Context: an optimization exercise on an open-source flow, tuned for small area, a short achievable clock period and few clock cycles. The choices shown serve that exercise and are no tape-out recipe. RTL that was checked went through simulation tests only; none was proved equivalent to the original. The RTL of run 1 was laid out without a check of its function. Power and IR drop assume default switching activity.

`design/flow/design.v`:
```
module crc_engine (
    input  wire [1:0]  poly,
    input  wire [31:0] c,
    input  wire [31:0] d,
    output reg  [31:0] crc1,
    output reg  [31:0] crc4
);
    wire [7:0] p0_1, p0_4;
    wire [15:0] p1_1, p1_4;
    wire [31:0] p2_1, p2_4;
    wire [31:0] p3_1, p3_4;
    wire x_0_0 = c[0] ^ d[0];
    wire x_0_8 = c[0] ^ d[8];
    wire x_10_10 = c[10] ^ d[10];
    wire x_10_2 = c[10] ^ d[2];
    wire x_11_11 = c[11] ^ d[11];
    wire x_11_3 = c[11] ^ d[3];
    wire x_12_12 = c[12] ^ d[12];
    wire x_12_4 = c[12] ^ d[4];
    wire x_13_13 = c[13] ^ d[13];
    wire x_13_5 = c[13] ^ d[5];
    wire x_14_14 = c[14] ^ d[14];
    wire x_14_6 = c[14] ^ d[6];
    wire x_15_15 = c[15] ^ d[15];
    wire x_15_7 = c[15] ^ d[7];
    wire x_16_16 = c[16] ^ d[16];
    wire x_17_17 = c[17] ^ d[17];
    wire x_18_18 = c[18] ^ d[18];
    wire x_19_19 = c[19] ^ d[19];
    wire x_1_1 = c[1] ^ d[1];
    wire x_1_9 = c[1] ^ d[9];
    wire x_20_20 = c[20] ^ d[20];
    wire x_21_21 = c[21] ^ d[21];
    wire x_22_22 = c[22] ^ d[22];
    wire x_23_23 = c[23] ^ d[23];
    wire x_24_24 = c[24] ^ d[24];
    wire x_25_25 = c[25] ^ d[25];
    wire x_26_26 = c[26] ^ d[26];
    wire x_27_27 = c[27] ^ d[27];
    wire x_28_28 = c[28] ^ d[28];
    wire x_29_29 = c[29] ^ d[29];
    wire x_2_10 = c[2] ^ d[10];
    wire x_2_2 = c[2] ^ d[2];
    wire x_30_30 = c[30] ^ d[30];
    wire x_31_31 = c[31] ^ d[31];
    wire x_3_11 = c[3] ^ d[11];
    wire x_3_3 = c[3] ^ d[3];
    wire x_4_12 = c[4] ^ d[12];
    wire x_4_4 = c[4] ^ d[4];
    wire x_5_13 = c[5] ^ d[13];
    wire x_5_5 = c[5] ^ d[5];
    wire x_6_14 = c[6] ^ d[14];
    wire x_6_6 = c[6] ^ d[6];
    wire x_7_15 = c[7] ^ d[15];
    wire x_7_7 = c[7] ^ d[7];
    wire x_8_0 = c[8] ^ d[0];
    wire x_8_8 = c[8] ^ d[8];
    wire x_9_1 = c[9] ^ d[1];
    wire x_9_9 = c[9] ^ d[9];
    wire t0 = x_0_0 ^ x_4_4;
    wire t1 = x_1_1 ^ x_6_6;
    wire t2 = x_2_2 ^ x_5_5;
    wire t3 = x_3_3 ^ x_7_7;
    wire t4 = x_20_20 ^ x_23_23;
    wire t5 = x_10_10 ^ x_26_26;
    wire t6 = x_25_25 ^ x_30_30;
    wire t7 = x_15_15 ^ x_22_22;
    wire t8 = x_11_11 ^ x_27_27;
    wire t9 = x_21_21 ^ x_24_24;
    wire t10 = x_28_28 ^ x_29_29;
    wire t11 = x_17_17 ^ x_8_8;
    wire t12 = x_19_19 ^ x_31_31;
    wire t13 = t1 ^ x_2_2;
    wire t14 = x_14_14 ^ x_9_9;
    wire t15 = x_0_0 ^ x_3_3;
    wire t16 = x_12_12 ^ x_13_13;
    wire t17 = t0 ^ t2;
    wire t18 = t3 ^ x_6_6;
    wire t19 = t6 ^ x_18_18;
    wire t20 = t4 ^ x_16_16;
    wire t21 = t1 ^ t2;
    wire t22 = x_0_0 ^ x_5_5;
    wire t23 = x_4_4 ^ x_7_7;
    wire t24 = d[16] ^ d[28];
    wire t25 = x_10_2 ^ x_14_6;
    wire t26 = x_12_4 ^ x_8_0;
    wire t27 = x_13_5 ^ x_9_1;
    wire t28 = x_16_16 ^ x_23_23;
    wire t29 = x_1_1 ^ x_3_3;
    wire t30 = t3 ^ x_4_4;
    wire t31 = t5 ^ x_12_12;
    wire t32 = d[18] ^ d[21];
    wire t33 = d[19] ^ d[22];
    wire t34 = t0 ^ t12;
    wire t35 = t1 ^ x_5_5;
    wire t36 = t10 ^ t9;
    wire t37 = d[17] ^ d[20];
    wire t38 = d[23] ^ t33;
    wire t39 = x_11_3 ^ x_15_7;
    wire t40 = x_13_13 ^ x_14_14;
    wire t41 = x_13_13 ^ x_26_26;
    wire t42 = x_18_18 ^ x_21_21;
    wire t43 = x_1_1 ^ x_7_7;
    wire t44 = t11 ^ t8;
    wire t45 = d[24] ^ t24;
    wire t46 = x_0_8 ^ x_7_15;
    wire t47 = x_15_15 ^ x_31_31;
    wire t48 = x_23_23 ^ x_27_27;
    wire t49 = x_24_24 ^ x_28_28;
    wire t50 = x_3_11 ^ x_6_14;
    wire t51 = t0 ^ t29;
    wire t52 = t16 ^ x_25_25;
    wire t53 = t3 ^ t9;
    wire t54 = t7 ^ x_17_17;
    wire t55 = t7 ^ x_19_19;
    wire t56 = t0 ^ t13;
    wire t57 = t17 ^ x_7_7;
    wire t58 = t19 ^ x_9_9;
    wire t59 = d[25] ^ d[29];
    wire t60 = d[26] ^ d[30];
    wire t61 = d[27] ^ d[31];
    wire t62 = d[21] ^ t37;
    wire t63 = d[22] ^ t32;
    wire t64 = x_19_19 ^ x_22_22;
    wire t65 = x_1_9 ^ x_2_10;
    wire t66 = x_29_29 ^ x_7_7;
    wire t67 = x_2_2 ^ x_6_6;
    wire t68 = x_30_30 ^ x_6_6;
    wire t69 = x_3_3 ^ x_4_4;
    wire t70 = x_8_8 ^ x_9_9;
    wire t71 = t1 ^ x_7_7;
    wire t72 = t12 ^ t7;
    wire t73 = t16 ^ x_26_26;
    wire t74 = t2 ^ x_1_1;
    wire t75 = t25 ^ x_15_7;
    wire t76 = t26 ^ x_13_5;
    wire t77 = t27 ^ x_14_6;
    wire t78 = t3 ^ x_2_2;
    wire t79 = t4 ^ x_29_29;
    wire t80 = t40 ^ t5;
    wire t81 = t14 ^ t20;
    wire t82 = t18 ^ x_28_28;
    wire t83 = t18 ^ x_4_4;
    wire t84 = t35 ^ x_3_3;
    wire t85 = d[29] ^ d[8];
    wire t86 = d[17] ^ x_8_0;
    wire t87 = d[18] ^ x_9_1;
    wire t88 = d[19] ^ x_10_2;
    wire t89 = x_10_10 ^ x_11_11;
    wire t90 = x_11_3 ^ x_4_12;
    wire t91 = x_12_12 ^ x_14_14;
    wire t92 = x_16_16 ^ x_29_29;
    wire t93 = x_18_18 ^ x_30_30;
    wire t94 = x_1_1 ^ x_5_5;
    wire t95 = d[23] ^ t46;
    wire t96 = t1 ^ t41;
    wire t97 = t2 ^ x_6_6;
    wire t98 = t22 ^ x_1_1;
    wire t99 = t23 ^ t49;
    wire t100 = t28 ^ x_2_2;
    wire t101 = t38 ^ t50;
    wire t102 = t4 ^ t42;
    wire t103 = t5 ^ t8;
    wire t104 = t63 ^ x_5_13;
    wire t105 = t8 ^ x_31_31;
    wire t106 = t10 ^ t44;
    wire t107 = t13 ^ t9;
    wire t108 = t13 ^ x_0_0;
    wire t109 = t2 ^ t31;
    wire t110 = t34 ^ t80;
    wire t111 = t54 ^ x_31_31;
    wire t112 = t3 ^ t56;
    wire t113 = d[10] ^ d[31];
    wire t114 = d[12] ^ d[25];
    wire t115 = d[14] ^ d[26];
    wire t116 = d[15] ^ d[27];
    wire t117 = d[23] ^ d[28];
    wire t118 = d[30] ^ d[9];
    wire t119 = c[8] ^ x_2_2;
    wire t120 = d[20] ^ t61;
    wire t121 = d[29] ^ x_0_8;
    wire t122 = d[30] ^ x_7_15;
    wire t123 = d[31] ^ x_2_10;
    wire t124 = t117 ^ t85;
    wire t125 = x_10_10 ^ x_13_13;
    wire t126 = x_10_10 ^ x_25_25;
    wire t127 = x_11_11 ^ x_22_22;
    wire t128 = x_11_11 ^ x_23_23;
    wire t129 = x_15_15 ^ x_17_17;
    wire t130 = x_15_15 ^ x_25_25;
    wire t131 = x_15_7 ^ x_6_14;
    wire t132 = x_18_18 ^ x_3_3;
    wire t133 = x_1_9 ^ x_4_12;
    wire t134 = x_20_20 ^ x_24_24;
    wire t135 = x_24_24 ^ x_25_25;
    wire t136 = x_27_27 ^ x_8_8;
    wire t137 = x_5_5 ^ x_6_6;
    wire t138 = d[11] ^ t45;
    wire t139 = d[16] ^ t46;
    wire t140 = t0 ^ t137;
    wire t141 = t0 ^ x_7_7;
    wire t142 = t10 ^ t12;
    wire t143 = t10 ^ t14;
    wire t144 = t10 ^ t15;
    wire t145 = t11 ^ t127;
    wire t146 = t11 ^ t48;
    wire t147 = t11 ^ t6;
    wire t148 = t11 ^ x_20_20;
    wire t149 = t12 ^ t14;
    wire t150 = t122 ^ t65;
    wire t151 = t133 ^ t62;
    wire t152 = t14 ^ t42;
    wire t153 = t14 ^ t6;
    wire t154 = t15 ^ x_6_6;
    wire t155 = t16 ^ t28;
    wire t156 = t2 ^ t38;
    wire t157 = t25 ^ x_5_13;
    wire t158 = t26 ^ x_15_7;
    wire t159 = t29 ^ x_4_4;
    wire t160 = t4 ^ x_30_30;
    wire t161 = t40 ^ x_29_29;
    wire t162 = t41 ^ x_22_22;
    wire t163 = t45 ^ t50;
    wire t164 = t48 ^ x_8_8;
    wire t165 = t5 ^ x_27_27;
    wire t166 = t59 ^ t90;
    wire t167 = t6 ^ x_9_9;
    wire t168 = t65 ^ t86;
    wire t169 = t7 ^ x_11_11;
    wire t170 = t92 ^ x_12_12;
    wire t171 = t93 ^ x_20_20;
    wire t172 = t1 ^ t17;
    wire t173 = t101 ^ x_12_4;
    wire t174 = t102 ^ t52;
    wire t175 = t104 ^ x_6_14;
    wire t176 = t143 ^ t34;
    wire t177 = t15 ^ t21;
    wire t178 = t155 ^ t68;
    wire t179 = t163 ^ t88;
    wire t180 = t17 ^ t19;
    wire t181 = t18 ^ t36;
    wire t182 = t19 ^ t43;
    wire t183 = t20 ^ t64;
    wire t184 = t21 ^ t3;
    wire t185 = t22 ^ t71;
    wire t186 = t24 ^ t95;
    wire t187 = t30 ^ t94;
    wire t188 = t30 ^ x_9_9;
    wire t189 = t31 ^ x_28_28;
    wire t190 = t31 ^ x_5_5;
    wire t191 = t55 ^ x_10_10;
    wire t192 = t75 ^ t87;
    wire t193 = t78 ^ x_0_0;
    wire t194 = t79 ^ x_17_17;
    wire t195 = t97 ^ x_4_4;
    wire t196 = t111 ^ x_18_18;
    wire t197 = t164 ^ t84;
    wire t198 = t21 ^ t81;
    wire t199 = t34 ^ t82;
    wire t200 = t36 ^ t58;
    assign p0_1[0] = t140;
    assign p0_1[1] = (x_7_7 ^ t35);
    assign p0_1[2] = t57;
    assign p0_1[3] = t51;
    assign p0_1[4] = t108;
    assign p0_1[5] = (x_1_1 ^ t78);
    assign p0_1[6] = (x_2_2 ^ t69);
    assign p0_1[7] = (x_5_5 ^ t69);
    assign p0_4[0] = ((t32 ^ (d[24] ^ t118)) ^ (t43 ^ (t0 ^ t124)));
    assign p0_4[1] = (t74 ^ ((t118 ^ t33) ^ (t59 ^ (d[8] ^ t113))));
    assign p0_4[2] = (((((d[20] ^ d[26]) ^ t113) ^ (t32 ^ t85)) ^ t138) ^ t112);
    assign p0_4[3] = ((t138 ^ t156) ^ (t15 ^ (t114 ^ ((d[17] ^ d[18]) ^ (d[27] ^ d[8])))));
    assign p0_4[4] = (t18 ^ (((t114 ^ t60) ^ t62) ^ (x_0_0 ^ (d[24] ^ (d[13] ^ d[19])))));
    assign p0_4[5] = ((x_1_1 ^ ((d[13] ^ d[25]) ^ t115)) ^ (t63 ^ (t120 ^ t23)));
    assign p0_4[6] = (((d[21] ^ t115) ^ (t116 ^ t24)) ^ t156);
    assign p0_4[7] = (t154 ^ (t124 ^ (t37 ^ (d[22] ^ t116))));
    assign p1_1[0] = t26;
    assign p1_1[1] = t27;
    assign p1_1[2] = t25;
    assign p1_1[3] = t39;
    assign p1_1[4] = x_12_4;
    assign p1_1[5] = t76;
    assign p1_1[6] = t77;
    assign p1_1[7] = t75;
    assign p1_1[8] = (c[0] ^ t39);
    assign p1_1[9] = (c[1] ^ x_12_4);
    assign p1_1[10] = (c[2] ^ x_13_5);
    assign p1_1[11] = (c[3] ^ x_14_6);
    assign p1_1[12] = (c[4] ^ t158);
    assign p1_1[13] = (c[5] ^ t27);
    assign p1_1[14] = (c[6] ^ t25);
    assign p1_1[15] = (c[7] ^ t39);
    assign p1_4[0] = (((d[20] ^ x_12_4) ^ t90) ^ t179);
    assign p1_4[1] = (t166 ^ (t62 ^ ((x_12_4 ^ x_13_5) ^ (x_5_13 ^ x_7_15))));
    assign p1_4[2] = (((t60 ^ x_14_6) ^ t76) ^ t175);
    assign p1_4[3] = (t77 ^ (t38 ^ ((t61 ^ x_7_15) ^ t131)));
    assign p1_4[4] = (((d[20] ^ x_8_0) ^ t75) ^ t186);
    assign p1_4[5] = (t179 ^ (t158 ^ ((x_9_1 ^ t121) ^ t151)));
    assign p1_4[6] = ((((t37 ^ x_10_2) ^ t27) ^ t104) ^ (t150 ^ t166));
    assign p1_4[7] = (((t123 ^ t26) ^ (x_11_3 ^ (t32 ^ t60))) ^ (t101 ^ t157));
    assign p1_4[8] = (t173 ^ (t139 ^ ((t27 ^ t39) ^ (x_4_12 ^ t120))));
    assign p1_4[9] = (t186 ^ (t76 ^ (t151 ^ t157)));
    assign p1_4[10] = (t175 ^ (t77 ^ ((t121 ^ t39) ^ t168)));
    assign p1_4[11] = (t192 ^ (t150 ^ t173));
    assign p1_4[12] = ((t45 ^ (t123 ^ t131)) ^ (t76 ^ t95));
    assign p1_4[13] = ((t139 ^ t77) ^ (t86 ^ (x_3_11 ^ (t59 ^ x_1_9))));
    assign p1_4[14] = (((t60 ^ x_4_12) ^ t168) ^ t192);
    assign p1_4[15] = ((t39 ^ t87) ^ (t88 ^ ((t61 ^ x_2_10) ^ (x_3_11 ^ x_5_13))));
    assign p2_1[0] = t119;
    assign p2_1[1] = (c[9] ^ t15);
    assign p2_1[2] = ((c[10] ^ x_1_1) ^ t0);
    assign p2_1[3] = (c[11] ^ t74);
    assign p2_1[4] = (t67 ^ (c[12] ^ t15));
    assign p2_1[5] = ((c[13] ^ x_1_1) ^ t30);
    assign p2_1[6] = (x_5_5 ^ (c[14] ^ x_4_4));
    assign p2_1[7] = ((c[15] ^ x_6_6) ^ t22);
    assign p2_1[8] = (c[16] ^ t71);
    assign p2_1[9] = (c[17] ^ x_7_7);
    assign p2_1[10] = (c[18] ^ x_2_2);
    assign p2_1[11] = (c[19] ^ x_3_3);
    assign p2_1[12] = (c[20] ^ t0);
    assign p2_1[13] = (c[21] ^ t98);
    assign p2_1[14] = (c[22] ^ t13);
    assign p2_1[15] = (c[23] ^ t78);
    assign p2_1[16] = (t0 ^ (x_3_3 ^ (c[24] ^ x_2_2)));
    assign p2_1[17] = ((c[25] ^ x_5_5) ^ t51);
    assign p2_1[18] = (c[26] ^ t172);
    assign p2_1[19] = (c[27] ^ t184);
    assign p2_1[20] = (c[28] ^ t83);
    assign p2_1[21] = (t23 ^ (c[29] ^ t2));
    assign p2_1[22] = ((c[30] ^ x_3_3) ^ t97);
    assign p2_1[23] = (c[31] ^ t83);
    assign p2_1[24] = t57;
    assign p2_1[25] = t177;
    assign p2_1[26] = t112;
    assign p2_1[27] = t187;
    assign p2_1[28] = t140;
    assign p2_1[29] = t185;
    assign p2_1[30] = (x_0_0 ^ t71);
    assign p2_1[31] = t43;
    assign p2_4[0] = (((x_8_8 ^ (x_22_22 ^ x_26_26)) ^ t20) ^ t112);
    assign p2_4[1] = (t188 ^ (t74 ^ (t9 ^ t146)));
    assign p2_4[2] = (((t132 ^ t49) ^ t17) ^ (t70 ^ ((x_22_22 ^ x_6_6) ^ t126)));
    assign p2_4[3] = (t188 ^ (t35 ^ ((t128 ^ t5) ^ (x_29_29 ^ (x_19_19 ^ x_25_25)))));
    assign p2_4[4] = (t109 ^ ((x_8_8 ^ t134) ^ (t8 ^ (t23 ^ t68))));
    assign p2_4[5] = (t82 ^ ((t105 ^ t52) ^ (t70 ^ (x_21_21 ^ t22))));
    assign p2_4[6] = ((((x_10_10 ^ x_2_2) ^ t16) ^ t144) ^ t81);
    assign p2_4[7] = (((t89 ^ t9) ^ (x_30_30 ^ t129)) ^ (t159 ^ t161));
    assign p2_4[8] = ((((x_16_16 ^ x_31_31) ^ t91) ^ t169) ^ t180);
    assign p2_4[9] = (t57 ^ (t72 ^ (t16 ^ t148)));
    assign p2_4[10] = ((t152 ^ t162) ^ t57);
    assign p2_4[11] = ((x_14_14 ^ t191) ^ t197);
    assign p2_4[12] = ((t20 ^ t99) ^ (t67 ^ (x_9_9 ^ (x_11_11 ^ x_15_15))));
    assign p2_4[13] = ((t170 ^ t53) ^ (t22 ^ (t11 ^ t126)));
    assign p2_4[14] = (t58 ^ (t96 ^ (t0 ^ t145)));
    assign p2_4[15] = (t109 ^ (t149 ^ (t48 ^ (x_18_18 ^ t43))));
    assign p2_4[16] = ((((x_13_13 ^ x_1_1) ^ t28) ^ t103) ^ (t55 ^ t99));
    assign p2_4[17] = (t106 ^ (t20 ^ (t91 ^ (t135 ^ t2))));
    assign p2_4[18] = ((t73 ^ (t129 ^ t154)) ^ t200);
    assign p2_4[19] = (t182 ^ (((x_22_22 ^ x_27_27) ^ t92) ^ t110));
    assign p2_4[20] = ((t54 ^ (t8 ^ ((x_14_14 ^ x_16_16) ^ (x_30_30 ^ x_5_5)))) ^ t199);
    assign p2_4[21] = ((((x_12_12 ^ x_26_26) ^ t2) ^ t144) ^ t196);
    assign p2_4[22] = (((x_2_2 ^ t136) ^ t171) ^ (t66 ^ (t41 ^ t64)));
    assign p2_4[23] = ((t149 ^ t160) ^ (t15 ^ ((x_21_21 ^ x_28_28) ^ t136)));
    assign p2_4[24] = (t181 ^ (t100 ^ (t70 ^ (t47 ^ t5))));
    assign p2_4[25] = (t194 ^ ((t13 ^ t167) ^ (x_24_24 ^ t103)));
    assign p2_4[26] = (t189 ^ ((t19 ^ t53) ^ (x_2_2 ^ t105)));
    assign p2_4[27] = (t108 ^ (((x_7_7 ^ t8) ^ t142) ^ (t20 ^ t52)));
    assign p2_4[28] = (t178 ^ (t36 ^ (t0 ^ (x_22_22 ^ (x_14_14 ^ x_17_17)))));
    assign p2_4[29] = (t182 ^ ((((x_23_23 ^ x_24_24) ^ t22) ^ t161) ^ t111));
    assign p2_4[30] = (((x_14_14 ^ t134) ^ t19) ^ (t30 ^ t72));
    assign p2_4[31] = (((x_25_25 ^ (x_0_0 ^ x_21_21)) ^ t72) ^ t184);
    assign p3_1[0] = (t119 ^ t51);
    assign p3_1[1] = ((c[9] ^ t29) ^ t17);
    assign p3_1[2] = ((c[10] ^ t69) ^ t21);
    assign p3_1[3] = ((c[11] ^ t2) ^ t83);
    assign p3_1[4] = ((c[12] ^ x_7_7) ^ t21);
    assign p3_1[5] = (t23 ^ (c[13] ^ t1));
    assign p3_1[6] = (c[14] ^ t187);
    assign p3_1[7] = (c[15] ^ t84);
    assign p3_1[8] = ((c[16] ^ t67) ^ t141);
    assign p3_1[9] = (c[17] ^ t57);
    assign p3_1[10] = (c[18] ^ t195);
    assign p3_1[11] = ((c[19] ^ x_5_5) ^ t18);
    assign p3_1[12] = ((c[20] ^ t3) ^ t13);
    assign p3_1[13] = (c[21] ^ t43);
    assign p3_1[14] = (c[22] ^ t159);
    assign p3_1[15] = (c[23] ^ t17);
    assign p3_1[16] = ((c[24] ^ t15) ^ t35);
    assign p3_1[17] = ((c[25] ^ x_7_7) ^ t56);
    assign p3_1[18] = ((c[26] ^ x_5_5) ^ t23);
    assign p3_1[19] = ((c[27] ^ x_3_3) ^ t172);
    assign p3_1[20] = (t30 ^ (c[28] ^ t21));
    assign p3_1[21] = (c[29] ^ t185);
    assign p3_1[22] = ((c[30] ^ t0) ^ t18);
    assign p3_1[23] = (t3 ^ (c[31] ^ t2));
    assign p3_1[24] = t13;
    assign p3_1[25] = t193;
    assign p3_1[26] = x_2_2;
    assign p3_1[27] = x_3_3;
    assign p3_1[28] = t0;
    assign p3_1[29] = t98;
    assign p3_1[30] = t108;
    assign p3_1[31] = (x_1_1 ^ t193);
    assign p3_4[0] = ((t99 ^ (t8 ^ (x_26_26 ^ t130))) ^ t198);
    assign p3_4[1] = (t181 ^ ((t130 ^ ((x_16_16 ^ x_27_27) ^ t11)) ^ t109));
    assign p3_4[2] = (((x_16_16 ^ t162) ^ t106) ^ (t58 ^ t83));
    assign p3_4[3] = (t190 ^ (((x_7_7 ^ t93) ^ t146) ^ t176));
    assign p3_4[4] = (t110 ^ (t19 ^ ((x_8_8 ^ t66) ^ t100)));
    assign p3_4[5] = ((t100 ^ t147) ^ t199);
    assign p3_4[6] = (t106 ^ ((t28 ^ t47) ^ (t67 ^ ((x_14_14 ^ x_25_25) ^ t132))));
    assign p3_4[7] = ((t177 ^ t194) ^ (t19 ^ (t91 ^ (x_19_19 ^ t8))));
    assign p3_4[8] = (t107 ^ ((((x_15_15 ^ x_28_28) ^ t12) ^ t171) ^ (t30 ^ t73)));
    assign p3_4[9] = ((t70 ^ (t128 ^ t15)) ^ (t96 ^ (t36 ^ t72)));
    assign p3_4[10] = (((t10 ^ t68) ^ t169) ^ t190);
    assign p3_4[11] = (((x_0_0 ^ t66) ^ t105) ^ t178);
    assign p3_4[12] = (((t47 ^ t167) ^ t195) ^ (t73 ^ (t20 ^ t44)));
    assign p3_4[13] = (t174 ^ (t51 ^ (t89 ^ ((x_17_17 ^ x_2_2) ^ t47))));
    assign p3_4[14] = (t82 ^ (((x_27_27 ^ x_9_9) ^ t55) ^ t174));
    assign p3_4[15] = (t183 ^ ((t36 ^ t80) ^ (x_8_8 ^ t141)));
    assign p3_4[16] = ((t44 ^ t79) ^ (t98 ^ ((t7 ^ t9) ^ t153)));
    assign p3_4[17] = (((t7 ^ (x_31_31 ^ t28)) ^ t107) ^ (t189 ^ t58));
    assign p3_4[18] = (t84 ^ (((x_20_20 ^ t125) ^ t54) ^ t176));
    assign p3_4[19] = (t165 ^ t200);
    assign p3_4[20] = (t142 ^ ((x_22_22 ^ t6) ^ t103));
    assign p3_4[21] = ((t47 ^ (x_24_24 ^ t23)) ^ (t21 ^ (t153 ^ t170)));
    assign p3_4[22] = ((t160 ^ t44) ^ (t51 ^ ((t14 ^ t49) ^ (x_31_31 ^ t125))));
    assign p3_4[23] = (((t42 ^ t66) ^ (x_6_6 ^ (x_27_27 ^ x_31_31))) ^ (t20 ^ t31));
    assign p3_4[24] = (((x_21_21 ^ t147) ^ t81) ^ (t96 ^ (t17 ^ t55)));
    assign p3_4[25] = (t198 ^ ((t165 ^ t53) ^ t196));
    assign p3_4[26] = (((t15 ^ t5) ^ (t64 ^ t94)) ^ (t148 ^ t152));
    assign p3_4[27] = (t56 ^ (((x_9_9 ^ t8) ^ t102) ^ t191));
    assign p3_4[28] = (t183 ^ ((t53 ^ t74) ^ (t89 ^ (x_28_28 ^ (x_0_0 ^ x_12_12)))));
    assign p3_4[29] = (t107 ^ ((t52 ^ t79) ^ (t69 ^ t145)));
    assign p3_4[30] = (t180 ^ (t73 ^ (((x_22_22 ^ x_23_23) ^ t14) ^ t53)));
    assign p3_4[31] = (((t135 ^ t7) ^ t110) ^ t197);
    always @(*) begin
        case (poly)
            2'd0: begin crc1 = {24'd0, p0_1}; crc4 = {24'd0, p0_4}; end
            2'd1: begin crc1 = {16'd0, p1_1}; crc4 = {16'd0, p1_4}; end
            2'd2: begin crc1 = p2_1; crc4 = p2_4; end
            default: begin crc1 = p3_1; crc4 = p3_4; end
        endcase
    end
endmodule
module crc_unit (
    input  wire        clk,
    input  wire        rst,
    input  wire        fs,
    input  wire        req,
    input  wire        we,
    input  wire [7:0]  addr,
    input  wire [31:0] wdata,
    output wire        ready,
    output wire [31:0] rdata
);
    reg        wr;        
    reg        fsq;       
    reg [7:2]  aq;        
    reg [31:0] wd;        
    wire [5:0] widx   = aq[7:2];
    wire [2:0] blk    = aq[7:5];    
    wire [2:0] reg_id = aq[4:2];
    reg [3:0] ctl;        
    reg [3:0] mismatch;   
    reg [3:0] mm_sat;     
    reg       cfg_rej;    
    reg [5:0]  cfg     [0:3];
    reg [15:0] cfg2    [0:3];   
    reg [31:0] val     [0:3];   
    reg [31:0] res_raw [0:3];   
    reg [1:0]  res_poly[0:3];   
    reg [2:0]  cnt     [0:3];   
    reg [31:0] mm_cnt  [0:3];
    reg [3:0]  active, open;
    reg [3:0]  val_ok;          
    reg [3:0]  res_ok;          
    reg [3:0] s_ch;                   
    reg [3:0] s_cfg, s_cfg2, s_mm;    
    reg       s_ctl, s_stat;          
    reg [1:0]  poly_s;
    reg [31:0] val_s;
    integer k;
    always @(*) begin
        poly_s = 2'd0;
        val_s  = 32'd0;
        for (k = 0; k < 4; k = k + 1) begin
            poly_s = poly_s | ({2{s_ch[k]}} & cfg[k][1:0]);
            val_s  = val_s  | ({32{s_ch[k]}} & val[k]);
        end
    end
    wire [31:0] crc1, crc4;
    crc_engine u_eng (.poly(poly_s), .c(val_s), .d(wd), .crc1(crc1), .crc4(crc4));
    reg [31:0] init_s;
    always @(*) begin
        case (poly_s)
            2'd0:    init_s = 32'h000000FF;
            2'd1:    init_s = 32'h0000FFFF;
            default: init_s = 32'hFFFFFFFF;
        endcase
    end
    wire [31:0] val_new = !reg_id[2] ? wd : reg_id[1] ? init_s : reg_id[0] ? crc1 : crc4;
    wire [3:0] reject, mm_event, sat_event, end_pend;
    wire [3:0] val_ok_n, res_ok_n, end_pend_n;   
    wire [1:0] res_poly_n [0:3];
    wire [3:0] ctl_n = (wr && widx == 6'd0) ? wd[3:0] : ctl;
    wire [31:0] wd_r = rst ? 32'd0 : wd;    
    genvar c;
    generate
        for (c = 0; c < 4; c = c + 1) begin : chn
            wire [1:0] poly  = cfg[c][1:0];
            wire [2:0] snoop = cfg[c][4:2];
            wire       dir   = cfg[c][5];
            wire sel       = wr && (blk == c + 1);
            wire wr_cfg    = sel && reg_id == 3'd0;
            wire wr_cfg2   = sel && reg_id == 3'd1;
            wire wr_val    = sel && reg_id == 3'd2;
            wire wr_feed32 = sel && reg_id == 3'd4;
            wire wr_feed8  = sel && reg_id == 3'd5;
            wire wr_cmd    = sel && reg_id == 3'd6;
            reg [31:0] mask, residue;
            reg [2:0]  width;
            always @(*) begin
                case (poly)
                    2'd0:    begin mask = 32'h000000FF; residue = 32'h000000C4; width = 3'd1; end
                    2'd1:    begin mask = 32'h0000FFFF; residue = 32'h00000000; width = 3'd2; end
                    2'd2:    begin mask = 32'hFFFFFFFF; residue = 32'hDEBB20E3; width = 3'd4; end
                    default: begin mask = 32'hFFFFFFFF; residue = 32'hB798B438; width = 3'd4; end
                endcase
            end
            assign end_pend[c] = active[c] && !ctl[c] && open[c];
            wire act_a  = fsq ? ctl[c] : active[c];
            wire fs_end = fsq && end_pend[c];
            wire open_a = open[c] && !fs_end;
            wire sw      = act_a && (snoop == 3'd0);
            wire cmd_end = sw && wr_cmd && wd[1] && open_a;
            wire cmd_go  = sw && wr_cmd && wd[0];
            wire feed8   = sw && open_a && wr_feed8;
            wire feed32  = sw && open_a && wr_feed32;
            wire val_wok = !act_a || sw;
            wire val_we  = (wr_val && val_wok) || feed8 || feed32 || cmd_go;
            wire cfg_bad = act_a || (wd[4:2] > 3'd4) || (wd[4:2] == 3'd4 && wd[5]);
            assign reject[c] = (wr_cfg && cfg_bad) || (wr_cfg2 && act_a) || (wr_val && !val_wok);
            wire stream_end = fs_end || cmd_end;
            wire bad_check  = (cnt[c] < width) || ((val[c] & mask) != residue);
            reg [31:0] mm_p;
            reg [7:0]  mm_g, mm_gp;
            integer b;
            always @(*) begin
                for (b = 0; b < 8; b = b + 1)
                    mm_g[b] = &mm_cnt[c][4*b +: 4];
                mm_gp[0] = 1'b1;
                for (b = 1; b < 8; b = b + 1)
                    mm_gp[b] = mm_gp[b - 1] & mm_g[b - 1];
                for (b = 0; b < 32; b = b + 1)
                    mm_p[b] = mm_gp[b / 4] & &(mm_cnt[c][4*(b/4) +: 4] | (4'hF << (b % 4)));
            end
            wire mm_inc = mm_event[c] && !(mm_gp[7] && mm_g[7]);
            wire res_we     = stream_end && !dir;
            assign mm_event[c]  = stream_end && dir && bad_check;
            wire open_n = cmd_go || (open_a && !cmd_end);
            assign val_ok_n[c]   = !rst && (val_ok[c] || val_we);
            assign res_ok_n[c]   = !rst && (res_ok[c] || res_we);
            assign res_poly_n[c] = res_we ? poly : res_poly[c];
            assign end_pend_n[c] = !rst && act_a && !ctl_n[c] && open_n;
            assign sat_event[c] = mm_event[c] && (&mm_cnt[c][31:1]);
            always @(posedge clk) begin
                if (rst) begin
                    mm_cnt[c] <= 32'd0;
                    active[c] <= 1'b0;
                    open[c]   <= 1'b0;
                    val_ok[c] <= 1'b0;
                    res_ok[c] <= 1'b0;
                end else begin
                    active[c] <= act_a;
                    open[c]   <= open_n;
                    mm_cnt[c] <= mm_cnt[c] ^ ({32{mm_inc}} & mm_p);
                    if (val_we)
                        val_ok[c] <= 1'b1;
                    if (res_we)
                        res_ok[c] <= 1'b1;
                end
            end
            always @(posedge clk) begin
                if (rst || (wr_cfg && !cfg_bad))
                    cfg[c] <= wd_r[5:0];
                if (rst || (wr_cfg2 && !act_a))
                    cfg2[c] <= {wd_r[18:16], wd_r[14:8], wd_r[5:0]};
            end
            always @(posedge clk) begin
                if (res_we) begin
                    res_raw[c]  <= val[c];
                    res_poly[c] <= poly;
                end
                if (val_we)
                    val[c] <= val_new;
                if (feed8)
                    cnt[c] <= (cnt[c] >= 3'd3) ? 3'd4 : cnt[c] + 3'd1;
                if (feed32)
                    cnt[c] <= 3'd4;
                if (cmd_go)
                    cnt[c] <= 3'd0;
            end
        end
    endgenerate
    wire stat_wr = wr && widx == 6'd1;
    always @(posedge clk) begin
        if (rst) begin
            ctl      <= 4'd0;
            mismatch <= 4'd0;
            mm_sat   <= 4'd0;
            cfg_rej  <= 1'b0;
        end else begin
            if (wr && widx == 6'd0)
                ctl <= wd[3:0];
            if (stat_wr) begin
                mismatch <= (mismatch & ~wd[3:0]) | mm_event;
                mm_sat   <= (mm_sat & ~wd[7:4]) | sat_event;
                cfg_rej  <= (cfg_rej & ~wd[8]) | (|reject);
            end else begin
                mismatch <= mismatch | mm_event;
                mm_sat   <= mm_sat | sat_event;
                cfg_rej  <= cfg_rej | (|reject);
            end
        end
    end
    reg [3:0] s_rres;   
    reg       s_vok;    
    reg       s_inv_lo, s_keep_mid, s_inv_mid, s_hi;   
    reg [31:0] res_t, mm_t;
    reg [15:0] c2_t;
    reg [5:0]  cfg_t;
    always @(*) begin
        res_t = 32'd0; mm_t = 32'd0; c2_t = 16'd0; cfg_t = 6'd0;
        for (k = 0; k < 4; k = k + 1) begin
            res_t = res_t | ({32{s_rres[k]}} & res_raw[k]);
            mm_t  = mm_t  | ({32{s_mm[k]}} & mm_cnt[k]);
            c2_t  = c2_t  | ({16{s_cfg2[k]}} & cfg2[k]);
            cfg_t = cfg_t | ({6{s_cfg[k]}} & cfg[k]);
        end
    end
    wire [31:0] res_v = {(res_t[31:16] & {16{s_hi}}) ^ {16{s_hi}},
                         (res_t[15:8] & {8{s_keep_mid}}) ^ {8{s_inv_mid}},
                         res_t[7:0] ^ {8{s_inv_lo}}};
    wire [31:0] rval = ({32{s_vok}} & val_s)
                     | res_v
                     | mm_t
                     | {13'd0, c2_t[15:13], 1'b0, c2_t[12:6], 2'b00, c2_t[5:0]}
                     | {26'd0, cfg_t}
                     | ({32{s_ctl}} & {28'd0, ctl})
                     | ({32{s_stat}} & {23'd0, cfg_rej, mm_sat, mismatch});
    wire       a_ch   = addr[7:5] >= 3'd1 && addr[7:5] <= 3'd4;
    wire [1:0] a_c    = addr[6:5] - 2'd1;
    wire       a_rok  = a_ch && addr[4:2] == 3'd3 && res_ok_n[a_c];
    wire [1:0] a_rp   = res_poly_n[a_c];
    reg  rd_ok;
    always @(posedge clk) begin
        aq <= addr[7:2];
        wd <= wdata;
        s_ctl  <= addr[7:2] == 6'd0;
        s_stat <= addr[7:2] == 6'd1;
        s_vok  <= a_ch && addr[4:2] == 3'd2 && val_ok_n[a_c];
        for (k = 0; k < 4; k = k + 1) begin
            s_ch[k]   <= addr[7:5] == k + 1;
            s_cfg[k]  <= addr[7:5] == k + 1 && addr[4:2] == 3'd0;
            s_cfg2[k] <= addr[7:5] == k + 1 && addr[4:2] == 3'd1;
            s_rres[k] <= addr[7:5] == k + 1 && addr[4:2] == 3'd3 && res_ok_n[k];
            s_mm[k]   <= addr[7:5] == k + 1 && addr[4:2] == 3'd7;
        end
        s_inv_lo   <= a_rok && a_rp != 2'd1;
        s_keep_mid <= a_rok && a_rp != 2'd0;
        s_inv_mid  <= a_rok && a_rp[1];
        s_hi       <= a_rok && a_rp[1];
        if (rst) begin
            wr    <= 1'b0;
            fsq   <= 1'b0;
            rd_ok <= 1'b0;
        end else begin
            wr    <= req && we;
            fsq   <= fs;
            rd_ok <= req && !we && !rd_ok && !(fs && (|end_pend_n));
        end
    end
    assign ready = we || rd_ok;
    assign rdata = rval;
endmodule
```
`design/flow/flow/run.sh`:
```
#!/bin/bash
# Own layout flow. Each tool's output goes to a log of its own here
# (map_engine.log, standard.log; ORFS also keeps each step's log under
# orfs/logs/).
#
# 1. The CRC engine module (crc_engine, no registers) is mapped on its own:
#    its XOR network is kept as written in the RTL (each XOR becomes one
#    xor2 cell, flow/xmap.v), and ABC maps only its output multiplexers.
set -o pipefail
here=$(pwd)
lib=$FLOW_HOME/platforms/sky130hd/lib/sky130_fd_sc_hd__tt_025C_1v80.lib
cat > map_engine.ys <<EOT
read_verilog $here/design.v
hierarchy -top crc_engine
synth -top crc_engine -flatten -noshare -nofsm -noabc
techmap -map $here/flow/xmap.v
abc -liberty $lib -dont_use *lpflow* -dont_use *probe*
opt_clean -purge
stat -liberty $lib
write_verilog -noattr -noexpr $here/engine_mapped.v
EOT
yosys -s map_engine.ys > map_engine.log 2>&1 || exit 1
# design_mapped.v: design.v with the crc_engine module replaced by its netlist
python3 - "$here" <<'EOT' || exit 1
import re, sys
here = sys.argv[1]
d = open(here + '/design.v').read()
m = re.search(r'(?ms)^\s*module\s+crc_engine\b.*?^\s*endmodule\b[^\n]*\n?', d)
assert m, 'crc_engine not found'
e = open(here + '/engine_mapped.v').read()
open(here + '/design_mapped.v', 'w').write(d[:m.start()] + d[m.end():] + '\n' + e)
EOT
export SETUP_SLACK_MARGIN=5.56
export BUFFER_PORTS_ARGS="-buffer_cell sky130_fd_sc_hd__buf_1"
export CTS_ARGS="-sink_clustering_enable -repair_clock_nets -sink_clustering_size 24 -sink_clustering_max_diameter 90 -dont_use_dummy_load"
bash standard.sh VERILOG_FILES="$here/design_mapped.v" finish > standard.log 2>&1
```
`design/flow/flow/xmap.v`:
```
module \$_XOR_ (input A, input B, output Y); sky130_fd_sc_hd__xor2_1 _TECHMAP_REPLACE_ (.A(A), .B(B), .X(Y)); endmodule
module \$_XNOR_ (input A, input B, output Y); sky130_fd_sc_hd__xnor2_1 _TECHMAP_REPLACE_ (.A(A), .B(B), .Y(Y)); endmodule
```
`design/flow/standard.sh`:
```
#!/bin/bash
# synth_recipe.tcl (not shown) runs the flow's synth.tcl, then flattens the netlist and writes it again
# the make line also repeats each setting of config.mk as NAME=value (left out here)
make -C /OpenROAD-flow-scripts/flow DESIGN_CONFIG=/design/flow/config.mk WORK_HOME=/design/flow/orfs CLKGATE_MAP_FILE= SYNTH_SCRIPT=/design/flow/synth_recipe.tcl "${@:-finish}"
```
`design/flow/config.mk`:
```
export PLATFORM = sky130hd
export DESIGN_NAME = crc_unit
export DESIGN_NICKNAME = crc_unit
export VERILOG_FILES = /design/flow/design.v
export SDC_FILE = /design/flow/constraint.sdc
export NUM_CORES = 4
export LEC_CHECK = 0
export CAP_MARGIN = 20
export CORE_MARGIN = 2
export CORE_UTILIZATION = 40
export CTS_CLUSTER_DIAMETER = 90
export CTS_CLUSTER_SIZE = 24
export SLEW_MARGIN = 20
```
`design/flow/constraint.sdc`:
```
create_clock -name core_clock -period 10.0 [get_ports {clk}]
set_input_delay 2.0000 -clock core_clock [delete_from_list [all_inputs] [get_ports {clk}]]
set_output_delay 2.0000 -clock core_clock [all_outputs]
set_load 0.01 [all_outputs]
```
==> flow_metrics.env, run 1 <==
export IMPL_slowest_delay_ns=0.45
export IMPL_finalCritPeriodShare_pct=44.6
export IMPL_hold_start="val_ok[2]"
export IMPL_dr_first_iter_drc_count=3015
export IMPL_clk_pin_slew_worst_paths_ns=0.10
export IMPL_placementRows=106
export IMPL_io_buffers=75
export IMPL_detail_route_antenna_nets=0
export IMPL_power_leakage_nw=13.8
export IMPL_overflow=0
export IMPL_worstSkewPairLatency_ns=0.61
export IMPL_regToRegStartpoint="s_ch[2]"
export IMPL_wl_per_cell_um=27.5
export IMPL_multi_input_area_um2=18900
export IMPL_wl_um=123000
export IMPL_cts_tree="yes"
export IMPL_synth_ff_type="edfxtp_1"
export IMPL_syn2layout_area_growth_pct=14.5
export IMPL_ys_warn_count=8
export IMPL_gp_congestion=0.952
export IMPL_cp_common_cell="xor2_1"
export IMPL_slew_viol_final=0
export IMPL_hold_buffers=0
export IMPL_cp_startpoint="s_ch[2]"
export IMPL_die_h_um=294
export IMPL_max_clock_freq_ghz=0.224
export IMPL_ys_seq_area_share_pct=45.2
export IMPL_drc=0
export IMPL_numCtsBuffers=34
export IMPL_cap_viol_max_count=0
export IMPL_crit_chain="clkbuf_8 -> a22oi_1 -> nand2_2 -> xor2_1 -> buf_4 -> xor2_1 -> buf_4 -> xor2_1 -> xor2_1 -> xor2_1 -> xor2_1 -> nand3b_1 -> nand4_1 -> nor2b_1 -> a211oi_1 -> a21oi_1"
export IMPL_dr_pass1_iters=6
export IMPL_drive_gt1_share_pct=13.8
export IMPL_core_um2=83400
export IMPL_crit_required_ns=10.27
export IMPL_root_buffer="clkbuf_16"
export IMPL_syn_num_nets=3299
export IMPL_synth_cell_area_um2=33600
export IMPL_gr_usage_all_layers_pct=27.5
export IMPL_power_mw=6.82
export IMPL_path_class="reg2reg"
export IMPL_io_pin_count=78
export IMPL_rsz0062_at_grt="yes"
export IMPL_start_util_pct=40.3
export IMPL_die_width_um=294
export IMPL_fin_skew_ns=0.0951
export IMPL_clkSinkCount=588
export IMPL_period_needed_ns=4.46
export IMPL_antenna_found_initial=2
export IMPL_vias=26892
export IMPL_hpwl_um=88600
export IMPL_yosysUniqueCellTypes=94
export IMPL_critPathCaptureType="flip-flop"
export IMPL_hold_class="reg2reg"
export IMPL_tightest_slew_ns=1.06
export IMPL_vdd_drop_max_mv=0.150
export IMPL_slowest_stage="a211oi_1"
export IMPL_syn_inst=3229
export IMPL_relSlewSlack_pct=29.5
export IMPL_post_route_cell_area_um2=38500
export IMPL_cp_max_fo=34
export IMPL_via_per_inst=6.03
export IMPL_setup_tns_final_ns=0
export IMPL_grt_pass1_wl_um=175000
export IMPL_r2r_slack_ns=5.54
export IMPL_h_tree_depth=2
export IMPL_startpoint_type="flip-flop"
export IMPL_cp_arrival_ns=4.73
export IMPL_synth_edf_count=344
export IMPL_syn_avg_cell_area_um2=10.4
export IMPL_setup_viol=0
export IMPL_die_area_um2=86500
export IMPL_grt_start_max_net_pins=91
export IMPL_grt_pass1_vias=25244
export IMPL_status="finished clean"
export IMPL_async_flop_share_pct=0
export IMPL_fillCellCount=7738
export IMPL_post_dp_cell_area_um2=35700
export IMPL_hold_viol=0
export IMPL_clk_path_buf_depth=3
export IMPL_nNetsFinal=3454
export IMPL_regArea_um2=15200
export IMPL_power_density_nw_per_um2=177
export IMPL_ys_ff_latch=588
-- routing by layer --
layer / wire length, µm / global-route usage [%] / vias to the layer above
li1: - / - / 12100
met1: 50500 / 36.8 / 13341
met2: 57100 / 44.8 / 1205
met3: 9900 / 4.10 / 246
met4: 5370 / 10.7 / 0
met5: 0 / 0 / -
-- cells by family after synthesis --
kind of cell | Yosys count | share of synthesized area, %
flip-flops | 588 | 45.2
AND/OR/NAND/NOR | 959 | 15.8
AO/OA/AOI/OAI | 615 | 13.3
buffers and inverters | 201 | 2.36
multiplexers | 72 | 2.38
adder cells (fa/ha/maj) | 25 | 0.930
XOR/XNOR | 769 | 20.0
-- stage by stage --
step           utilization [%]  hold slack, ns  worst slack (ns)  instances
5_1_grt                   46.2           0.471              5.46       4462
4_1_cts                   45.2           0.463              5.40       4415
3_5_place_dp              42.8           0.445              4.23       4352
3_3_place_gp              42.8           0.434              4.16       4352
2_1_floorplan                -           0.424              5.64       3229
6_report                  46.2           0.458              5.54       4463
-- worst paths after layout --
path         cells past startpoint        end
max                             16  val[3][1]
min                              2  val_ok[2]
max reg2reg                     16  val[3][1]
min reg2reg                      2  val_ok[2]
-- report_power, final --
part	switching [mW]	internal, mW
combinational	1.77	1.02
clock	0.779	0.608
sequential	0.0330	2.60
total	2.59	4.23
-- layout by cell type (no fill, tap or decap), types with 76 or more instances in the layout --
| cell type | n |
|---|---|
| a21oi_1 | 101 |
| xor2_1 | 662 |
| a22o_1 | 81 |
| nand4_1 | 76 |
| dfxtp_1 | 230 |
| a22oi_1 | 127 |
| nor2_1 | 175 |
| edfxtp_1 | 344 |
| buf_4 | 152 |
| nand3_1 | 103 |
| nand2_1 | 164 |
-- flip-flops by register name (all words and copies together) (netlist names), 4 cells and up --
| name | cells |
|---|---|
| mm_cnt | 128 |
| res_raw | 128 |
| val | 128 |
| cfg2 | 64 |
| wd | 32 |
| cfg | 24 |
| cnt | 12 |
| res_poly | 8 |
| aq | 6 |
| active | 4 |
| ctl | 4 |
| mismatch | 4 |
| mm_sat | 4 |
| open | 4 |
| res_ok | 4 |
| s_cfg2 | 4 |
| s_cfg | 4 |
| s_ch | 4 |
| s_mm | 4 |
| s_rres | 4 |
| val_ok | 4 |
-- repair_timing --
action | CTS | global route
buffers inserted | 29 | 43
setup endpoints to repair | 155 | 132
cloned | 0 | 4
pin swaps | 14 | 18
gates resized for setup | 133 | 85
-- Yosys cell counts (6+ instances only) --
cell	count	area share, %
and4_1	14	0.36
mux2_2	45	1.5
buf_1	11	0.12
and3_1	29	0.54
xor2_1	738	19
or4_1	29	0.65
nor2b_1	58	1.1
o41ai_1	8	0.21
o31ai_1	20	0.45
nand4b_1	9	0.23
buf_2	7	0.10
o211ai_1	28	0.62
nor4bb_1	8	0.24
a21oi_1	110	1.6
a22oi_1	131	2.9
nor4_1	24	0.45
a211oi_1	15	0.33
or3b_1	16	0.42
a221oi_1	36	0.94
mux2i_1	19	0.57
o21ai_0	68	1.0
xnor2_1	31	0.81
a222oi_1	21	0.62
nand3_1	107	1.6
o21a_1	9	0.20
ha_1	25	0.93
clkbuf_1	111	1.2
inv_1	66	0.74
dfxtp_1	244	15
nand2b_1	25	0.46
edfxtp_1	344	31
a22o_1	81	2.1
nor3_1	49	0.73
and2_1	9	0.17
nand2_1	194	2.2
mux2_1	6	0.20
a31oi_1	9	0.17
nand3b_1	55	1.2
a221o_1	12	0.36
o22ai_1	7	0.13
o21bai_1	11	0.25
nor2_1	175	2.0
nand4_1	76	1.4
or3_1	33	0.61
-- critical path, delay by kind of cell, from the launching register on --
kind	cells	cell delay [ns]
AO/OA/AOI/OAI	3	0.93
XOR/XNOR	6	1.33
buffers and inverters	3	0.78
flip-flops	1	0.32
AND/OR/NAND/NOR	4	0.72
-- layout make-up --
cell class | count | area share (%)
diodes | 1 | 0.00649
clock buffers | 34 | 2.21
inverters | 66 | 0.643
multi-input cells | 2440 | 49.1
flip-flops and latches | 588 | 39.6
well taps | 1080 | 3.51
repair buffers | 254 | 4.97
==> inputs of run 2 (changes only) <==
--- a/design/flow/design.v
+++ b/design/flow/design.v
@@ -2,6 +2,6 @@
     input  wire [1:0]  poly,
+    input  wire [2:0]  op,
     input  wire [31:0] c,
     input  wire [31:0] d,
-    output reg  [31:0] crc1,
-    output reg  [31:0] crc4
+    output wire [31:0] vn
 );
@@ -436,10 +436,40 @@
     assign p3_4[31] = (((t135 ^ t7) ^ t110) ^ t197);
-    always @(*) begin
-        case (poly)
-            2'd0: begin crc1 = {24'd0, p0_1}; crc4 = {24'd0, p0_4}; end
-            2'd1: begin crc1 = {16'd0, p1_1}; crc4 = {16'd0, p1_4}; end
-            2'd2: begin crc1 = p2_1; crc4 = p2_4; end
-            default: begin crc1 = p3_1; crc4 = p3_4; end
-        endcase
-    end
+    wire [3:0] ps = 4'b0001 << poly;
+    wire s_wd = !op[2];
+    wire s_init = op[2] && op[1];
+    wire [3:0] s1 = {4{op[2] && !op[1] && op[0]}} & ps;
+    wire [3:0] s4 = {4{op[2] && !op[1] && !op[0]}} & ps;
+    wire si_lo = s_init, si_mid = s_init && !ps[0], si_hi = s_init && poly[1];
+    assign vn[0] = (d[0] & s_wd) | si_lo | (p0_1[0] & s1[0]) | (p0_4[0] & s4[0]) | (p1_1[0] & s1[1]) | (p1_4[0] & s4[1]) | (p2_1[0] & s1[2]) | (p2_4[0] & s4[2]) | (p3_1[0] & s1[3]) | (p3_4[0] & s4[3]);
+    assign vn[1] = (d[1] & s_wd) | si_lo | (p0_1[1] & s1[0]) | (p0_4[1] & s4[0]) | (p1_1[1] & s1[1]) | (p1_4[1] & s4[1]) | (p2_1[1] & s1[2]) | (p2_4[1] & s4[2]) | (p3_1[1] & s1[3]) | (p3_4[1] & s4[3]);
+    assign vn[2] = (d[2] & s_wd) | si_lo | (p0_1[2] & s1[0]) | (p0_4[2] & s4[0]) | (p1_1[2] & s1[1]) | (p1_4[2] & s4[1]) | (p2_1[2] & s1[2]) | (p2_4[2] & s4[2]) | (p3_1[2] & s1[3]) | (p3_4[2] & s4[3]);
+    assign vn[3] = (d[3] & s_wd) | si_lo | (p0_1[3] & s1[0]) | (p0_4[3] & s4[0]) | (p1_1[3] & s1[1]) | (p1_4[3] & s4[1]) | (p2_1[3] & s1[2]) | (p2_4[3] & s4[2]) | (p3_1[3] & s1[3]) | (p3_4[3] & s4[3]);
+    assign vn[4] = (d[4] & s_wd) | si_lo | (p0_1[4] & s1[0]) | (p0_4[4] & s4[0]) | (p1_1[4] & s1[1]) | (p1_4[4] & s4[1]) | (p2_1[4] & s1[2]) | (p2_4[4] & s4[2]) | (p3_1[4] & s1[3]) | (p3_4[4] & s4[3]);
+    assign vn[5] = (d[5] & s_wd) | si_lo | (p0_1[5] & s1[0]) | (p0_4[5] & s4[0]) | (p1_1[5] & s1[1]) | (p1_4[5] & s4[1]) | (p2_1[5] & s1[2]) | (p2_4[5] & s4[2]) | (p3_1[5] & s1[3]) | (p3_4[5] & s4[3]);
+    assign vn[6] = (d[6] & s_wd) | si_lo | (p0_1[6] & s1[0]) | (p0_4[6] & s4[0]) | (p1_1[6] & s1[1]) | (p1_4[6] & s4[1]) | (p2_1[6] & s1[2]) | (p2_4[6] & s4[2]) | (p3_1[6] & s1[3]) | (p3_4[6] & s4[3]);
+    assign vn[7] = (d[7] & s_wd) | si_lo | (p0_1[7] & s1[0]) | (p0_4[7] & s4[0]) | (p1_1[7] & s1[1]) | (p1_4[7] & s4[1]) | (p2_1[7] & s1[2]) | (p2_4[7] & s4[2]) | (p3_1[7] & s1[3]) | (p3_4[7] & s4[3]);
+    assign vn[8] = (d[8] & s_wd) | si_mid | (p1_1[8] & s1[1]) | (p1_4[8] & s4[1]) | (p2_1[8] & s1[2]) | (p2_4[8] & s4[2]) | (p3_1[8] & s1[3]) | (p3_4[8] & s4[3]);
+    assign vn[9] = (d[9] & s_wd) | si_mid | (p1_1[9] & s1[1]) | (p1_4[9] & s4[1]) | (p2_1[9] & s1[2]) | (p2_4[9] & s4[2]) | (p3_1[9] & s1[3]) | (p3_4[9] & s4[3]);
+    assign vn[10] = (d[10] & s_wd) | si_mid | (p1_1[10] & s1[1]) | (p1_4[10] & s4[1]) | (p2_1[10] & s1[2]) | (p2_4[10] & s4[2]) | (p3_1[10] & s1[3]) | (p3_4[10] & s4[3]);
+    assign vn[11] = (d[11] & s_wd) | si_mid | (p1_1[11] & s1[1]) | (p1_4[11] & s4[1]) | (p2_1[11] & s1[2]) | (p2_4[11] & s4[2]) | (p3_1[11] & s1[3]) | (p3_4[11] & s4[3]);
+    assign vn[12] = (d[12] & s_wd) | si_mid | (p1_1[12] & s1[1]) | (p1_4[12] & s4[1]) | (p2_1[12] & s1[2]) | (p2_4[12] & s4[2]) | (p3_1[12] & s1[3]) | (p3_4[12] & s4[3]);
+    assign vn[13] = (d[13] & s_wd) | si_mid | (p1_1[13] & s1[1]) | (p1_4[13] & s4[1]) | (p2_1[13] & s1[2]) | (p2_4[13] & s4[2]) | (p3_1[13] & s1[3]) | (p3_4[13] & s4[3]);
+    assign vn[14] = (d[14] & s_wd) | si_mid | (p1_1[14] & s1[1]) | (p1_4[14] & s4[1]) | (p2_1[14] & s1[2]) | (p2_4[14] & s4[2]) | (p3_1[14] & s1[3]) | (p3_4[14] & s4[3]);
+    assign vn[15] = (d[15] & s_wd) | si_mid | (p1_1[15] & s1[1]) | (p1_4[15] & s4[1]) | (p2_1[15] & s1[2]) | (p2_4[15] & s4[2]) | (p3_1[15] & s1[3]) | (p3_4[15] & s4[3]);
+    assign vn[16] = (d[16] & s_wd) | si_hi | (p2_1[16] & s1[2]) | (p2_4[16] & s4[2]) | (p3_1[16] & s1[3]) | (p3_4[16] & s4[3]);
+    assign vn[17] = (d[17] & s_wd) | si_hi | (p2_1[17] & s1[2]) | (p2_4[17] & s4[2]) | (p3_1[17] & s1[3]) | (p3_4[17] & s4[3]);
+    assign vn[18] = (d[18] & s_wd) | si_hi | (p2_1[18] & s1[2]) | (p2_4[18] & s4[2]) | (p3_1[18] & s1[3]) | (p3_4[18] & s4[3]);
+    assign vn[19] = (d[19] & s_wd) | si_hi | (p2_1[19] & s1[2]) | (p2_4[19] & s4[2]) | (p3_1[19] & s1[3]) | (p3_4[19] & s4[3]);
+    assign vn[20] = (d[20] & s_wd) | si_hi | (p2_1[20] & s1[2]) | (p2_4[20] & s4[2]) | (p3_1[20] & s1[3]) | (p3_4[20] & s4[3]);
+    assign vn[21] = (d[21] & s_wd) | si_hi | (p2_1[21] & s1[2]) | (p2_4[21] & s4[2]) | (p3_1[21] & s1[3]) | (p3_4[21] & s4[3]);
+    assign vn[22] = (d[22] & s_wd) | si_hi | (p2_1[22] & s1[2]) | (p2_4[22] & s4[2]) | (p3_1[22] & s1[3]) | (p3_4[22] & s4[3]);
+    assign vn[23] = (d[23] & s_wd) | si_hi | (p2_1[23] & s1[2]) | (p2_4[23] & s4[2]) | (p3_1[23] & s1[3]) | (p3_4[23] & s4[3]);
+    assign vn[24] = (d[24] & s_wd) | si_hi | (p2_1[24] & s1[2]) | (p2_4[24] & s4[2]) | (p3_1[24] & s1[3]) | (p3_4[24] & s4[3]);
+    assign vn[25] = (d[25] & s_wd) | si_hi | (p2_1[25] & s1[2]) | (p2_4[25] & s4[2]) | (p3_1[25] & s1[3]) | (p3_4[25] & s4[3]);
+    assign vn[26] = (d[26] & s_wd) | si_hi | (p2_1[26] & s1[2]) | (p2_4[26] & s4[2]) | (p3_1[26] & s1[3]) | (p3_4[26] & s4[3]);
+    assign vn[27] = (d[27] & s_wd) | si_hi | (p2_1[27] & s1[2]) | (p2_4[27] & s4[2]) | (p3_1[27] & s1[3]) | (p3_4[27] & s4[3]);
+    assign vn[28] = (d[28] & s_wd) | si_hi | (p2_1[28] & s1[2]) | (p2_4[28] & s4[2]) | (p3_1[28] & s1[3]) | (p3_4[28] & s4[3]);
+    assign vn[29] = (d[29] & s_wd) | si_hi | (p2_1[29] & s1[2]) | (p2_4[29] & s4[2]) | (p3_1[29] & s1[3]) | (p3_4[29] & s4[3]);
+    assign vn[30] = (d[30] & s_wd) | si_hi | (p2_1[30] & s1[2]) | (p2_4[30] & s4[2]) | (p3_1[30] & s1[3]) | (p3_4[30] & s4[3]);
+    assign vn[31] = (d[31] & s_wd) | si_hi | (p2_1[31] & s1[2]) | (p2_4[31] & s4[2]) | (p3_1[31] & s1[3]) | (p3_4[31] & s4[3]);
 endmodule
@@ -491,13 +521,4 @@
     end
-    wire [31:0] crc1, crc4;
-    crc_engine u_eng (.poly(poly_s), .c(val_s), .d(wd), .crc1(crc1), .crc4(crc4));
-    reg [31:0] init_s;
-    always @(*) begin
-        case (poly_s)
-            2'd0:    init_s = 32'h000000FF;
-            2'd1:    init_s = 32'h0000FFFF;
-            default: init_s = 32'hFFFFFFFF;
-        endcase
-    end
-    wire [31:0] val_new = !reg_id[2] ? wd : reg_id[1] ? init_s : reg_id[0] ? crc1 : crc4;
+    wire [31:0] val_new;
+    crc_engine u_eng (.poly(poly_s), .op(reg_id), .c(val_s), .d(wd), .vn(val_new));
     wire [3:0] reject, mm_event, sat_event, end_pend;
--- a/design/flow/flow/run.sh
+++ b/design/flow/flow/run.sh
@@ -32,3 +32,3 @@
 EOT
-export SETUP_SLACK_MARGIN=5.56
+export SETUP_SLACK_MARGIN=5.65
 export BUFFER_PORTS_ARGS="-buffer_cell sky130_fd_sc_hd__buf_1"
==> flow_metrics.env, run 2 <==
export IMPL_dr_first_iter_drc_count=3469
export IMPL_ys_seq_area_share_pct=46.4
export IMPL_overflow=0
export IMPL_path_delay_family="XOR/XNOR gates"
export IMPL_syn_avg_cell_area_um2=10.5
export IMPL_io_buffers=75
export IMPL_vias=26332
export IMPL_antenna_found_initial=1
export IMPL_slowest_delay_ns=0.51
export IMPL_ys_warn_count=8
export IMPL_dr_pass1_iters=9
export IMPL_fin_skew_ns=0.0743
export IMPL_vdd_drop_max_mv=0.152
export IMPL_power_leakage_nw=13.2
export IMPL_die_area_um2=84300
export IMPL_syn2layout_area_growth_pct=12.5
export IMPL_path_class="reg2reg"
export IMPL_synth_top_family_by_area="XOR/XNOR gates"
export IMPL_placed_cells=4220
export IMPL_power_mw=6.53
export IMPL_syn_inst=3112
export IMPL_fillCellCount=7565
export IMPL_cp_num_buf_inv=3
export IMPL_status="finished clean"
export IMPL_placementRows=104
export IMPL_gp_congestion=1.00
export IMPL_setup_tns_final_ns=0
export IMPL_final_cell_mix="694 x xor2_1, 344 x edfxtp_1, 234 x dfxtp_1, 179 x nand2_1, 149 x nor2_1"
export IMPL_tightest_slew_ns=1.18
export IMPL_async_flop_share_pct=0
export IMPL_yosysMostFrequentCell="xor2_1"
export IMPL_startpoint_type="flip-flop"
export IMPL_finalCritPeriodShare_pct=44.7
export IMPL_crit_chain="buf_6 -> a22oi_1 -> nand2_1 -> xor2_1 -> buf_4 -> xor2_1 -> buf_4 -> xor2_1 -> xor2_1 -> xor2_1 -> xor2_1 -> a222oi_1 -> nand3_1"
export IMPL_largestRegisters="mm_cnt x128, res_raw x128, val x128"
export IMPL_synth_commonest_cells="743 x xor2_1, 344 x edfxtp_1, 244 x dfxtp_1"
export IMPL_h_tree_depth=2
export IMPL_slowest_stage="xor2_1"
export IMPL_synth_compound_area_share_pct=13.8
export IMPL_root_buffer="clkbuf_16"
export IMPL_nNetsFinal=3303
export IMPL_grt_pass1_vias=24373
export IMPL_power_density_nw_per_um2=177
export IMPL_hold_buffers=0
export IMPL_cp_max_fo=34
export IMPL_core_um2=80800
export IMPL_synthAdderAreaFrac_pct=0.992
export IMPL_synth_mux_area_share_pct=1.72
export IMPL_r2r_slack_ns=5.53
export IMPL_ys_ff_latch=588
export IMPL_synth_area_leaders="edfxtp_1 32%, xor2_1 20%, dfxtp_1 15%, a22oi_1 3.3%, nand2_1 2.3%"
export IMPL_cp_startpoint="s_ch[2]"
export IMPL_gr_usage_all_layers_pct=27.6
export IMPL_synth_ff_type="edfxtp_1"
export IMPL_io_pin_count=78
export IMPL_regToRegStartpoint="s_ch[2]"
export IMPL_grt_pass1_wl_um=173000
export IMPL_wl_um=120000
export IMPL_reg2reg_to="val[3][15]"
export IMPL_synth_edf_count=344
export IMPL_synth_top_area_share_pct=31.5
export IMPL_cap_viol_max_count=0
export IMPL_syn_num_nets=3183
export IMPL_clk_path_buf_depth=3
export IMPL_detail_route_antenna_nets=0
export IMPL_hold_path_end="mismatch[3]"
export IMPL_final_instance_count_excl_fill=4290
export IMPL_period_needed_ns=4.47
export IMPL_relSlewSlack_pct=21.2
export IMPL_antenna_cells=0
export IMPL_slew_viol_final=0
export IMPL_critPathCaptureType="flip-flop"
export IMPL_crit_required_ns=10.20
export IMPL_numCtsBuffers=34
export IMPL_rsz0062_at_grt="yes"
export IMPL_setup_viol=0
export IMPL_clk_pin_slew_worst_paths_ns=0.10
export IMPL_grt_start_max_net_pins=187
export IMPL_drc=0
export IMPL_via_per_inst=6.14
export IMPL_worstSkewPairLatency_ns=0.59
export IMPL_cp_arrival_ns=4.67
export IMPL_max_clock_freq_ghz=0.223
export IMPL_synth_xor_area_share_pct=20.3
export IMPL_synth_cell_area_um2=32800
export IMPL_rr_worst_depth=13
export IMPL_die_width_um=290
export IMPL_final_common_cell="xor2_1"
export IMPL_yosys_area_share_simple_pct=14.7
export IMPL_start_util_pct=40.6
export IMPL_hold_viol=0
export IMPL_cp_common_cell="xor2_1"
export IMPL_wl_per_cell_um=28.0
export IMPL_yosysTopAreaCell="edfxtp_1"
export IMPL_clkSinkCount=588
export IMPL_min_path_cells=2
export IMPL_yosysUniqueCellTypes=94
export IMPL_die_h_um=290
export IMPL_cts_tree="yes"
export IMPL_hold_class="reg2reg"
export IMPL_hpwl_um=85900
export IMPL_drive_gt1_share_pct=10.9
export IMPL_hold_start="mismatch[3]"
-- run 2: changes by cell type after synthesis, moves of 14 or more --
cell      change
a221oi_1     +17
xnor2_1      -15
a22oi_1      +14
nand3b_1     -38
o211ai_1     -22
or3b_1       -15
a22o_1       -36
nor2_1       -21
inv_1        -17
a222oi_1     +40
clkbuf_1     -15
-- run 2: worst max-delay path by stage --
stage / endpoint / slack (ns) / cells past startpoint
6_report: val[3][15] / 5.53 / 13
5_1_grt: ready / 5.54 / 3
4_1_cts: ready / 5.56 / 3
3_5_place_dp: val[2][0] / 4.70 / 12
3_3_place_gp: val[2][19] / 4.66 / 11
2_1_floorplan: ready / 5.68 / 1
-- run 2: repair_timing --
action,in CTS,in global routing
setup endpoints to repair,153,113
buffers inserted,15,20
resized for setup,91,64
pin swaps,10,12
gates cloned,0,1
-- run 2: cell type report --
cell class	count	area [µm²]	area share (%)
clock buffers	34	851	2.31
repair buffers	203	1410	3.83
inverters	58	218	0.590
well taps	1060	1330	3.60
multi-input cells	2347	17800	48.3
flip-flops and latches	588	15200	41.3
-- run 2: worst reg2reg max path: stages, from the launching register on --
cell and delay [ns]:
dfxtp_1 0.34, buf_6 0.33, a22oi_1 0.16, nand2_1 0.36, xor2_1 0.18, buf_4 0.34
xor2_1 0.51, buf_4 0.27, xor2_1 0.19, xor2_1 0.18, xor2_1 0.20, xor2_1 0.23
a222oi_1 0.50, nand3_1 0.32
-- run 2: cell families (layout without fill, tap and decap cells) --
| group | Yosys count | in the layout |
|---|---|---|
| buffers and inverters | 177 | 295 |
| adder cells (fa/ha/maj) | 26 | 26 |
| XOR/XNOR | 759 | 759 |
| AO/OA/AOI/OAI | 618 | 618 |
| flip-flops | 588 | 588 |
| multiplexers | 51 | 51 |
| AND/OR/NAND/NOR | 893 | 893 |
-- run 2: layer usage --
layer	share of wire (%)	global-route usage [%]
met4	4.4	10.9
met1	42	38.6
met5	0	0
met3	9.2	3.62
met2	45	43.4
-- run 2: power by group --
group	total, mW	internal [mW]	switching, mW
Combinational	2.49	0.825	1.67
Sequential	2.65	2.61	0.0398
Clock	1.39	0.609	0.778
Total	6.53	4.04	2.49
-- run 2: stage by stage --
stage,setup WS [ns],util (%),instance area [µm²],hold slack [ns]
3_5_place_dp,4.70,43.0,34800,0.451
6_report,5.53,45.6,36900,0.467
5_1_grt,5.54,45.6,36900,0.482
3_3_place_gp,4.66,43.0,34800,0.444
2_1_floorplan,5.68,-,32800,0.425
4_1_cts,5.56,45.0,36400,0.464
Testbench counts of run 2, summed over its fixed seeds: cycles 57,215.

-- port drivers added, routing unchanged --
How much do the figures lean on ideal ports? The routed layouts below were timed once more, with nothing changed but the port constraints. Step 1 (the two cells are an assumption about what drives the block):
set clk [get_ports {clk}]
set_driving_cell -lib_cell sky130_fd_sc_hd__clkbuf_16 $clk
set_driving_cell -lib_cell sky130_fd_sc_hd__buf_2 [delete_from_list [all_inputs] $clk]
Step 2, shift: input delay + t, output delay - t, t = (earliest + latest rising clock arrival at the registers) / 2. This alone moves slack from input paths to output paths. Three values: ideal ports, drivers, drivers and shift; two values: the first two.
run	t, ns	slack for setup (ns)	worst hold slack (ns)	worst register clock-pin slew, ns
run 1	0.628	5.536 / 5.482 / 5.133	0.458 / 0.458 / 0.458	0.10 / 0.10
run 2	0.615	5.525 / 5.525 / 5.525	0.467 / 0.467 / 0.467	0.10 / 0.10
After both steps setup and hold are still met in every run listed. For run 1, which loses most, drivers alone change the setup slack by -0.054 ns; drivers and shift together by -0.403 ns.
